This design comes from an exercise in tuning for small area and a short achievable clock period on the open sky130 flow, not from production work.
At most, simulation tests tie the RTL to the original design; equivalence was not proved.
Power figures rest on the tool's default switching activity, not on a simulated workload.

==> flow/design.v <==
module acc_convert (
    input             clk,
    input             rst,
    input             in_valid,
    input      [1:0]  op,
    input             sat,
    input      [5:0]  sh,
    input      [71:0] acc_in,
    input      [31:0] d_in,
    output reg        out_valid,
    output     [31:0] d_out,
    output     [71:0] acc_out,
    output            flag_v,
    output            flag_av
);
    integer i, l;
    genvar  g;
    wire neg = acc_in[71];
    wire [5:0]   sh_m33 = sh - 6'd33;
    wire [71:0]  sent   = sh[5] & (sh != 6'd32) ? (72'd1 << sh_m33) : 72'd0;
    wire [127:0] lz_in  = {56'd0, (acc_in ^ {72{neg}}) | sent};
    wire [63:0] v1;  wire [63:0]  p1;
    wire [31:0] v2;  wire [63:0]  p2;
    wire [15:0] v3;  wire [47:0]  p3;
    wire [7:0]  v4;  wire [31:0]  p4;
    wire [3:0]  v5;  wire [19:0]  p5;
    wire [1:0]  v6;  wire [11:0]  p6;
    wire [6:0]  p;
    generate
        for (g = 0; g < 64; g = g + 1) begin : l1
            assign v1[g] = lz_in[2*g+1] | lz_in[2*g];
            assign p1[g] = lz_in[2*g+1];
        end
        for (g = 0; g < 32; g = g + 1) begin : l2
            assign v2[g] = v1[2*g+1] | v1[2*g];
            assign p2[2*g+1:2*g] = v1[2*g+1] ? {1'b1, p1[2*g+1]} : {1'b0, p1[2*g]};
        end
        for (g = 0; g < 16; g = g + 1) begin : l3
            assign v3[g] = v2[2*g+1] | v2[2*g];
            assign p3[3*g+2:3*g] = v2[2*g+1] ? {1'b1, p2[4*g+3:4*g+2]} : {1'b0, p2[4*g+1:4*g]};
        end
        for (g = 0; g < 8; g = g + 1) begin : l4
            assign v4[g] = v3[2*g+1] | v3[2*g];
            assign p4[4*g+3:4*g] = v3[2*g+1] ? {1'b1, p3[6*g+5:6*g+3]} : {1'b0, p3[6*g+2:6*g]};
        end
        for (g = 0; g < 4; g = g + 1) begin : l5
            assign v5[g] = v4[2*g+1] | v4[2*g];
            assign p5[5*g+4:5*g] = v4[2*g+1] ? {1'b1, p4[8*g+7:8*g+4]} : {1'b0, p4[8*g+3:8*g]};
        end
        for (g = 0; g < 2; g = g + 1) begin : l6
            assign v6[g] = v5[2*g+1] | v5[2*g];
            assign p6[6*g+5:6*g] = v5[2*g+1] ? {1'b1, p5[10*g+9:10*g+5]} : {1'b0, p5[10*g+4:10*g]};
        end
    endgenerate
    assign p = v6[1] ? {1'b1, p6[11:6]} : {1'b0, p6[5:0]};
    wire [6:0]  amt = op[0] ? p : ({1'b0, sh} + 7'd22);
    wire [94:0] x0 = {acc_in, 23'd0};
    wire [95:0] x6 = amt[6] ? {{65{neg}}, x0[94:64]} : {neg, x0};
    wire [63:0] x5 = amt[5] ? x6[95:32] : x6[63:0];
    wire [47:0] x4 = amt[4] ? x5[63:16] : x5[47:0];
    wire [39:0] x3 = amt[3] ? x4[47:8]  : x4[39:0];
    wire [35:0] x2 = amt[2] ? x3[39:4]  : x3[35:0];
    wire [33:0] x1 = amt[1] ? x2[35:2]  : x2[33:0];
    wire [32:0] R  = amt[0] ? x1[33:1]  : x1[32:0];
    wire        st = (amt[6] & (|x0[63:0])) | (amt[5] & (|x6[31:0])) |
                     (amt[4] & (|x5[15:0])) | (amt[3] & (|x4[7:0]))  |
                     (amt[2] & (|x3[3:0]))  | (amt[1] & (|x2[1:0]))  |
                     (amt[0] & x1[0]);
    wire [23:0] mant  = d_in[23:0];
    wire        mneg  = d_in[23];
    wire [7:0]  S     = {{2{d_in[29]}}, d_in[29:24]} + {2'b00, sh};
    wire [7:0]  S2    = S + 8'd2;                  
    wire [6:0]  k     = S2[7] ? 7'd0 : S2[6:0];
    reg  [23:0] therm;                             
    always @*
        for (i = 0; i < 24; i = i + 1)
            therm[i] = ($signed(S) <= 21 - i);
    wire        c     = (S[7] | (S[6:0] < 7'd23)) & (~mneg | (|(mant & therm)));
    wire [25:0] ga    = {{2{mneg}}, mant | therm};
    reg  [25:0] pa;                                
    always @* begin
        pa = {ga[24:0], 1'b1};
        for (l = 0; l < 5; l = l + 1)
            for (i = 0; i < 26; i = i + 1)
                if (((i >> l) & 1) == 1)
                    pa[i] = pa[i] & pa[((i >> l) << l) - 1];
    end
    wire [25:0] gc    = pa & {26{c}};
    wire [25:0] G     = ga ^ gc;
    wire [22:0] mx    = mant[22:0] ^ {23{mneg}};
    reg  [22:0] suf;                               
    always @* begin
        suf[22] = mx[22];
        for (i = 21; i >= 0; i = i - 1)
            suf[i] = suf[i+1] | mx[i];
    end
    wire [4:0]  r      = 5'd30 - S[4:0];
    wire        up_ovf = ($signed(S) >= 8'sd72) & suf[r];
    reg [49:0] X;
    reg        is_d;
    always @(posedge clk) begin
        if (rst)
            out_valid <= 1'b0;
        else
            out_valid <= in_valid;
        is_d <= ~op[1];
        case (op)
            2'd2:    X <= {16'd0, up_ovf, k, G};
            2'd3:    X <= 50'd0;
            default: X <= {sat, op[0], neg, sh, p, st, R};
        endcase
    end
    wire [32:0] qR    = X[32:0];
    wire        qst   = X[33];
    wire [6:0]  qp    = X[40:34];
    wire [5:0]  qs    = X[46:41];
    wire        qneg  = X[47];
    wire        qpk   = X[48];
    wire        qsat  = X[49];
    wire [7:0]  qD    = {1'b0, qp} - {2'b00, qs};
    wire        rnd   = qR[0] & (~qneg | qst);
    wire [31:0] qW    = qR[32:1];
    reg  [31:0] wa;                                
    always @* begin
        wa = {qW[30:0], 1'b1};
        for (l = 0; l < 5; l = l + 1)
            for (i = 0; i < 32; i = i + 1)
                if (((i >> l) & 1) == 1)
                    wa[i] = wa[i] & wa[((i >> l) << l) - 1];
    end
    wire [31:0] rr    = qW ^ (wa & {32{rnd}});
    wire        dge32 = ~qD[7] & (qD[6] | qD[5]);
    wire        deq30 = (qD == 8'd30);
    wire        deq31 = (qD == 8'd31);
    wire        dge31 = dge32 | deq31;
    wire        ovf_pos = dge31 | (deq30 & (&qR[31:1]) & rnd);
    wire        ovf_neg = dge32 | (deq31 & ~(~qR[32] & (&qR[31:1]) & rnd));
    wire        mva_v   = qsat & (qneg ? ovf_neg : ovf_pos);
    wire [31:0] mva_d   = mva_v ? {qneg, {31{~qneg}}} : rr;
    wire [5:0]  e0       = qD[5:0] + 6'd1;
    wire [5:0]  e1       = qD[5:0] + 6'd2;
    wire        exact    = ~qR[0] & ~qst;
    wire        zc       = qneg & ~|qR[23:1] & exact;   
    wire        e31      = deq30;
    wire        pk_sat   = dge31 | (zc & e31);
    wire        pk_zero  = qneg ? (&qR[24:1] & qR[0] & qst) : ~|qR[24:0];
    wire        pk_up    = ~qneg & rr[23];            
    wire        inc_e    = zc | (pk_up & ~e31);
    wire [23:0] pk_m     = zc    ? 24'hC00000 :
                           pk_up ? {2'b01, {22{e31}}} : rr[23:0];
    wire [5:0]  pk_e     = inc_e ? e1 : e0;
    wire [31:0] pk_d     = pk_zero ? 32'd0 :
                           pk_sat  ? (qneg ? 32'h1F800001 : 32'h1F7FFFFF) :
                                     {2'b00, pk_e, pk_m};
    wire        pk_v     = pk_sat | (pk_up & e31);
    assign d_out   = ~is_d ? 32'd0 : qpk ? pk_d : mva_d;
    assign flag_v  = is_d & (qpk ? pk_v : mva_v);
    wire [25:0]  qG  = X[25:0] & {26{~is_d}};
    wire [6:0]   qk  = X[32:26];
    wire         qav = X[33] & ~is_d;
    wire         qn  = qG[25];
    wire [127:0] P   = {{102{qn}}, qG} << qk;
    wire [71:0]  up_r = P[96:25];
    assign flag_av = qav;
    assign acc_out = qav ? {qn, {71{~qn}}} : up_r;
endmodule
export LEC_CHECK = 0
export ABC_AREA = 1
export CAP_MARGIN = 20
export CORE_MARGIN = 2
export CORE_UTILIZATION = 35
export SLEW_MARGIN = 20
create_clock -name core_clock -period 25.0 [get_ports {clk}]
standard.sh (not shown) runs the stock make flow with config.mk's settings and CLKGATE_MAP_FILE= SYNTH_SCRIPT=/design/flow/synth_recipe.tcl, a recipe that flattens the netlist after the stock synthesis.
==> flow/flow/run.sh <==
#!/bin/bash
# Standard synthesis, then the standard layout steps with these changes:
# the port buffers are a plain buffer cell (flow/bufcell.txt) instead of
# the delay cell buffer_ports picks by default; timing repair works to a
# setup slack margin (flow/margin.txt) so that it shortens the achieved
# period; and after global route's timing repair, max slew and capacitance
# are repaired once more (flow/grt_post.tcl).  Each step's full output goes
# to a log file here.
set -euo pipefail
MARGIN=$(cat flow/margin.txt)
BUFCELL=$(cat flow/bufcell.txt)
bash standard.sh synth > synth.log 2>&1
bash standard.sh SETUP_SLACK_MARGIN=$MARGIN "BUFFER_PORTS_ARGS=-buffer_cell $BUFCELL" \
  POST_GLOBAL_ROUTE_TCL=$(pwd)/flow/grt_post.tcl finish > layout.log 2>&1
==> flow/flow/bufcell.txt <==
sky130_fd_sc_hd__buf_1
==> flow/flow/grt_post.tcl <==
# Runs at the end of ORFS's global route step (POST_GLOBAL_ROUTE_TCL).
# Timing repair can leave a driver over its max slew or capacitance (a
# cloned gate's loads, say); repair those once more on the global-route
# parasitics, then legalize and reroute the changed nets, as the global
# route step itself does after its own repairs.
estimate_parasitics -global_routing
repair_design_helper
global_route -start_incremental
detailed_placement
global_route -end_incremental
estimate_parasitics -global_routing
write_guides $::env(RESULTS_DIR)/route.guide
==> flow/flow/margin.txt <==
16
Then changed:
--- a/flow/design.v
+++ b/flow/design.v
@@ -67,4 +67,6 @@
                      (amt[2] & (|x3[3:0]))  | (amt[1] & (|x2[1:0]))  |
                      (amt[0] & x1[0]);
+    wire        rnd_d = R[0] & (~neg | st);
+    wire        ex_d  = ~R[0] & ~st;
     wire [23:0] mant  = d_in[23:0];
     wire        mneg  = d_in[23];
@@ -97,5 +99,5 @@
     wire [4:0]  r      = 5'd30 - S[4:0];
     wire        up_ovf = ($signed(S) >= 8'sd72) & suf[r];
-    reg [49:0] X;
+    reg [50:0] X;
     reg        is_d;
     always @(posedge clk) begin
@@ -106,18 +108,18 @@
         is_d <= ~op[1];
         case (op)
-            2'd2:    X <= {16'd0, up_ovf, k, G};
-            2'd3:    X <= 50'd0;
-            default: X <= {sat, op[0], neg, sh, p, st, R};
+            2'd2:    X <= {17'd0, up_ovf, k, G};
+            2'd3:    X <= 51'd0;
+            default: X <= {sat, op[0], neg, sh, p, ex_d, rnd_d, R};
         endcase
     end
     wire [32:0] qR    = X[32:0];
-    wire        qst   = X[33];
-    wire [6:0]  qp    = X[40:34];
-    wire [5:0]  qs    = X[46:41];
-    wire        qneg  = X[47];
-    wire        qpk   = X[48];
-    wire        qsat  = X[49];
+    wire        rnd   = X[33];
+    wire        exact = X[34];
+    wire [6:0]  qp    = X[41:35];
+    wire [5:0]  qs    = X[47:42];
+    wire        qneg  = X[48];
+    wire        qpk   = X[49];
+    wire        qsat  = X[50];
     wire [7:0]  qD    = {1'b0, qp} - {2'b00, qs};
-    wire        rnd   = qR[0] & (~qneg | qst);
     wire [31:0] qW    = qR[32:1];
     reg  [31:0] wa;                                
@@ -140,10 +142,9 @@
     wire [5:0]  e0       = qD[5:0] + 6'd1;
     wire [5:0]  e1       = qD[5:0] + 6'd2;
-    wire        exact    = ~qR[0] & ~qst;
     wire        zc       = qneg & ~|qR[23:1] & exact;   
     wire        e31      = deq30;
     wire        pk_sat   = dge31 | (zc & e31);
-    wire        pk_zero  = qneg ? (&qR[24:1] & qR[0] & qst) : ~|qR[24:0];
-    wire        pk_up    = ~qneg & rr[23];            
+    wire        pk_zero  = qneg ? (&qR[24:1] & rnd) : ~|qR[24:0];
+    wire        pk_up    = ~qneg & rnd & (&qR[23:1]);  
     wire        inc_e    = zc | (pk_up & ~e31);
     wire [23:0] pk_m     = zc    ? 24'hC00000 :
Outcome: The changed run ran to the end with no violations. Die area rises by 2.3%. Hold slack is worse by 0.013 ns. Combinational power is higher by about 2%. Global-route usage goes down by 0.11 points. Setup slack is better by 0.038 ns. Total power rose by 2.6%. Sequential power hardly moves.
No functional check of the RTL was part of the second run of this note.

## v19
RTL: the design.v shown in full above, as it stands there.
==> flow/config.mk <==
export PLATFORM = sky130hd
export DESIGN_NAME = acc_convert
export DESIGN_NICKNAME = acc_convert
export VERILOG_FILES = /design/flow/design.v
export SDC_FILE = /design/flow/constraint.sdc
export NUM_CORES = 4
export LEC_CHECK = 0
export ABC_AREA = 1
export CAP_MARGIN = 20
export CORE_MARGIN = 2
export CORE_UTILIZATION = 35
export SLEW_MARGIN = 20
==> flow/constraint.sdc <==
create_clock -name core_clock -period 25.0 [get_ports {clk}]
set_input_delay 5.0000 -clock core_clock [delete_from_list [all_inputs] [get_ports {clk}]]
set_output_delay 5.0000 -clock core_clock [all_outputs]
set_load 0.01 [all_outputs]
==> flow/flow/run.sh <==
#!/bin/bash
# Standard synthesis, then:
#  1. the combinational logic of the standard netlist is mapped again by ABC
#     with an area-oriented script (flow/remap.abc); the flip-flops are kept
#     as they are, with their names and cell types;
#  2. the standard layout steps, with the port buffers a plain buffer cell
#     (flow/bufcell.txt) instead of the delay cell buffer_ports picks by
#     default, timing repair working to a setup slack margin
#     (flow/margin.txt), and max slew / capacitance repaired once more after
#     global route's timing repair (flow/grt_post.tcl).
# Each tool's full output goes to a log file in this folder.
set -euo pipefail
MARGIN=$(cat flow/margin.txt)
BUFCELL=$(cat flow/bufcell.txt)
HERE=$(pwd)

bash standard.sh synth > synth.log 2>&1

R=$HERE/orfs/results/$FLOW_PLATFORM/acc_convert/base
L=$HERE/orfs/logs/$FLOW_PLATFORM/acc_convert/base
LIB=$FLOW_HOME/platforms/$FLOW_PLATFORM/lib/sky130_fd_sc_hd__tt_025C_1v80.lib
DONT=$(grep -o -- "-dont_use [A-Za-z0-9_]*" $L/1_2_yosys.log | sort -u | tr '\n' ' ')
cp $R/1_2_yosys.v $R/1_2_yosys_standard.v
KEEP=""
for c in $(grep -o "sky130_fd_sc_hd__\(df\|dl\|sdf\|edf\)[a-z0-9_]*" $R/1_2_yosys_standard.v | sort -u); do
  KEEP="$KEEP
setattr -mod -set keep_hierarchy 1 $c"
done
cat > remap.ys <<EOT
read_liberty -ignore_miss_func $LIB
read_verilog $R/1_2_yosys_standard.v
hierarchy -top $FLOW_TOP
$KEEP
flatten
opt_clean
abc -script $HERE/flow/remap.abc -liberty $LIB $DONT -D 4000
opt_clean -purge
hilomap -singleton -hicell sky130_fd_sc_hd__conb_1 HI -locell sky130_fd_sc_hd__conb_1 LO
insbuf -buf sky130_fd_sc_hd__buf_4 A X
select $FLOW_TOP
tee -o $HERE/remap_stat.txt stat -liberty $LIB
write_verilog -noattr -nohex -nodec -selected $R/1_2_yosys.v
EOT
YOSYS=$(command -v yosys || echo $FLOW_HOME/../tools/install/yosys/bin/yosys)
$YOSYS -s remap.ys > remap.log 2>&1
rm -f $R/1_synth.odb $R/1_synth.sdc

bash standard.sh SETUP_SLACK_MARGIN=$MARGIN "BUFFER_PORTS_ARGS=-buffer_cell $BUFCELL" \
  POST_GLOBAL_ROUTE_TCL=$HERE/flow/grt_post.tcl finish > layout.log 2>&1
==> flow/flow/remap.abc <==
strash
&get -n
&synch2
&put
dch -f
map -a
strash
dch -f
map -a
topo
stime -c
buffer -c
upsize -c
dnsize -c
Scripts as last shown in full above: flow/flow/bufcell.txt, flow/flow/grt_post.tcl, flow/flow/margin.txt
### v19 -> v26
--- a/flow/design.v
+++ b/flow/design.v
@@ -63,12 +63,14 @@
     wire [33:0] x1 = amt[1] ? x2[35:2]  : x2[33:0];
     wire [32:0] R  = amt[0] ? x1[33:1]  : x1[32:0];
     wire        st = (amt[6] & (|x0[63:0])) | (amt[5] & (|x6[31:0])) |
                      (amt[4] & (|x5[15:0])) | (amt[3] & (|x4[7:0]))  |
                      (amt[2] & (|x3[3:0]))  | (amt[1] & (|x2[1:0]))  |
                      (amt[0] & x1[0]);
+    wire        rnd_d = R[0] & (~neg | st);
+    wire        ex_d  = ~R[0] & ~st;
     wire [23:0] mant  = d_in[23:0];
     wire        mneg  = d_in[23];
     wire [7:0]  S     = {{2{d_in[29]}}, d_in[29:24]} + {2'b00, sh};
     wire [7:0]  S2    = S + 8'd2;                  
     wire [6:0]  k     = S2[7] ? 7'd0 : S2[6:0];
     reg  [23:0] therm;                             
@@ -93,35 +95,35 @@
         suf[22] = mx[22];
         for (i = 21; i >= 0; i = i - 1)
             suf[i] = suf[i+1] | mx[i];
     end
     wire [4:0]  r      = 5'd30 - S[4:0];
     wire        up_ovf = ($signed(S) >= 8'sd72) & suf[r];
-    reg [49:0] X;
+    reg [50:0] X;
     reg        is_d;
     always @(posedge clk) begin
         if (rst)
             out_valid <= 1'b0;
         else
             out_valid <= in_valid;
         is_d <= ~op[1];
         case (op)
-            2'd2:    X <= {16'd0, up_ovf, k, G};
-            2'd3:    X <= 50'd0;
-            default: X <= {sat, op[0], neg, sh, p, st, R};
+            2'd2:    X <= {17'd0, up_ovf, k, G};
+            2'd3:    X <= 51'd0;
+            default: X <= {sat, op[0], neg, sh, p, ex_d, rnd_d, R};
         endcase
     end
     wire [32:0] qR    = X[32:0];
-    wire        qst   = X[33];
-    wire [6:0]  qp    = X[40:34];
-    wire [5:0]  qs    = X[46:41];
-    wire        qneg  = X[47];
-    wire        qpk   = X[48];
-    wire        qsat  = X[49];
+    wire        rnd   = X[33];
+    wire        exact = X[34];
+    wire [6:0]  qp    = X[41:35];
+    wire [5:0]  qs    = X[47:42];
+    wire        qneg  = X[48];
+    wire        qpk   = X[49];
+    wire        qsat  = X[50];
     wire [7:0]  qD    = {1'b0, qp} - {2'b00, qs};
-    wire        rnd   = qR[0] & (~qneg | qst);
     wire [31:0] qW    = qR[32:1];
     reg  [31:0] wa;                                
     always @* begin
         wa = {qW[30:0], 1'b1};
         for (l = 0; l < 5; l = l + 1)
             for (i = 0; i < 32; i = i + 1)
@@ -136,18 +138,17 @@
     wire        ovf_pos = dge31 | (deq30 & (&qR[31:1]) & rnd);
     wire        ovf_neg = dge32 | (deq31 & ~(~qR[32] & (&qR[31:1]) & rnd));
     wire        mva_v   = qsat & (qneg ? ovf_neg : ovf_pos);
     wire [31:0] mva_d   = mva_v ? {qneg, {31{~qneg}}} : rr;
     wire [5:0]  e0       = qD[5:0] + 6'd1;
     wire [5:0]  e1       = qD[5:0] + 6'd2;
-    wire        exact    = ~qR[0] & ~qst;
     wire        zc       = qneg & ~|qR[23:1] & exact;   
     wire        e31      = deq30;
     wire        pk_sat   = dge31 | (zc & e31);
-    wire        pk_zero  = qneg ? (&qR[24:1] & qR[0] & qst) : ~|qR[24:0];
-    wire        pk_up    = ~qneg & rr[23];            
+    wire        pk_zero  = qneg ? (&qR[24:1] & rnd) : ~|qR[24:0];
+    wire        pk_up    = ~qneg & rnd & (&qR[23:1]);  
     wire        inc_e    = zc | (pk_up & ~e31);
     wire [23:0] pk_m     = zc    ? 24'hC00000 :
                            pk_up ? {2'b01, {22{e31}}} : rr[23:0];
     wire [5:0]  pk_e     = inc_e ? e1 : e0;
     wire [31:0] pk_d     = pk_zero ? 32'd0 :
                            pk_sat  ? (qneg ? 32'h1F800001 : 32'h1F7FFFFF) :
Results
Between v19 and v26, the combinational share of power is higher for v19.
Compared with v19, v26 shows post-layout minimum cycle time higher by 0.78 ns.
Wire: v26 routes more than v19
Via count: v26 vs v19 up 3.5%
v26 vs v19: half-perimeter wire length after placement up
In terms of mean number of vias per cell, v19 and v26 differ only marginally.
In v26 the total nets after synthesis turned out 140 higher than in v19.
In v26, the global-route wire length before repair came out 4.8% above the value in v19.
The RTL of v26 was laid out without a check of its function.

## static timing again, ports no longer ideal
In the flow no input, the clock included, has a driving cell. The finished layouts below were timed again as built, in two steps.
Step 1 (the two cells are an assumption about what drives the block):
set clk [get_ports {clk}]
set_driving_cell -lib_cell sky130_fd_sc_hd__clkbuf_16 $clk
set_driving_cell -lib_cell sky130_fd_sc_hd__buf_2 [delete_from_list [all_inputs] $clk]
Step 2 also shifts input and output timing later by t, the mid clock arrival at the registers, as if the neighbouring blocks saw the same clock.
Slacks: ideal / step 1 / step 2; pairs: ideal / step 1.
run	t (ns)	setup slack, ns	worst setup path at the end
the first run of note 1	0.324	16.209 / 16.222 / 15.898	input to register
the second run of note 1	0.337	16.247 / 16.205 / 15.948	input to register
v19	0.332	16.021 / 16.002 / 15.670	input to register
v26	0.326	15.241 / 15.219 / 14.894	input to register
After both steps every run listed still meets setup and hold. For v19, which loses most, drivers alone change the setup slack by -0.019 ns; drivers and shift together by -0.351 ns.
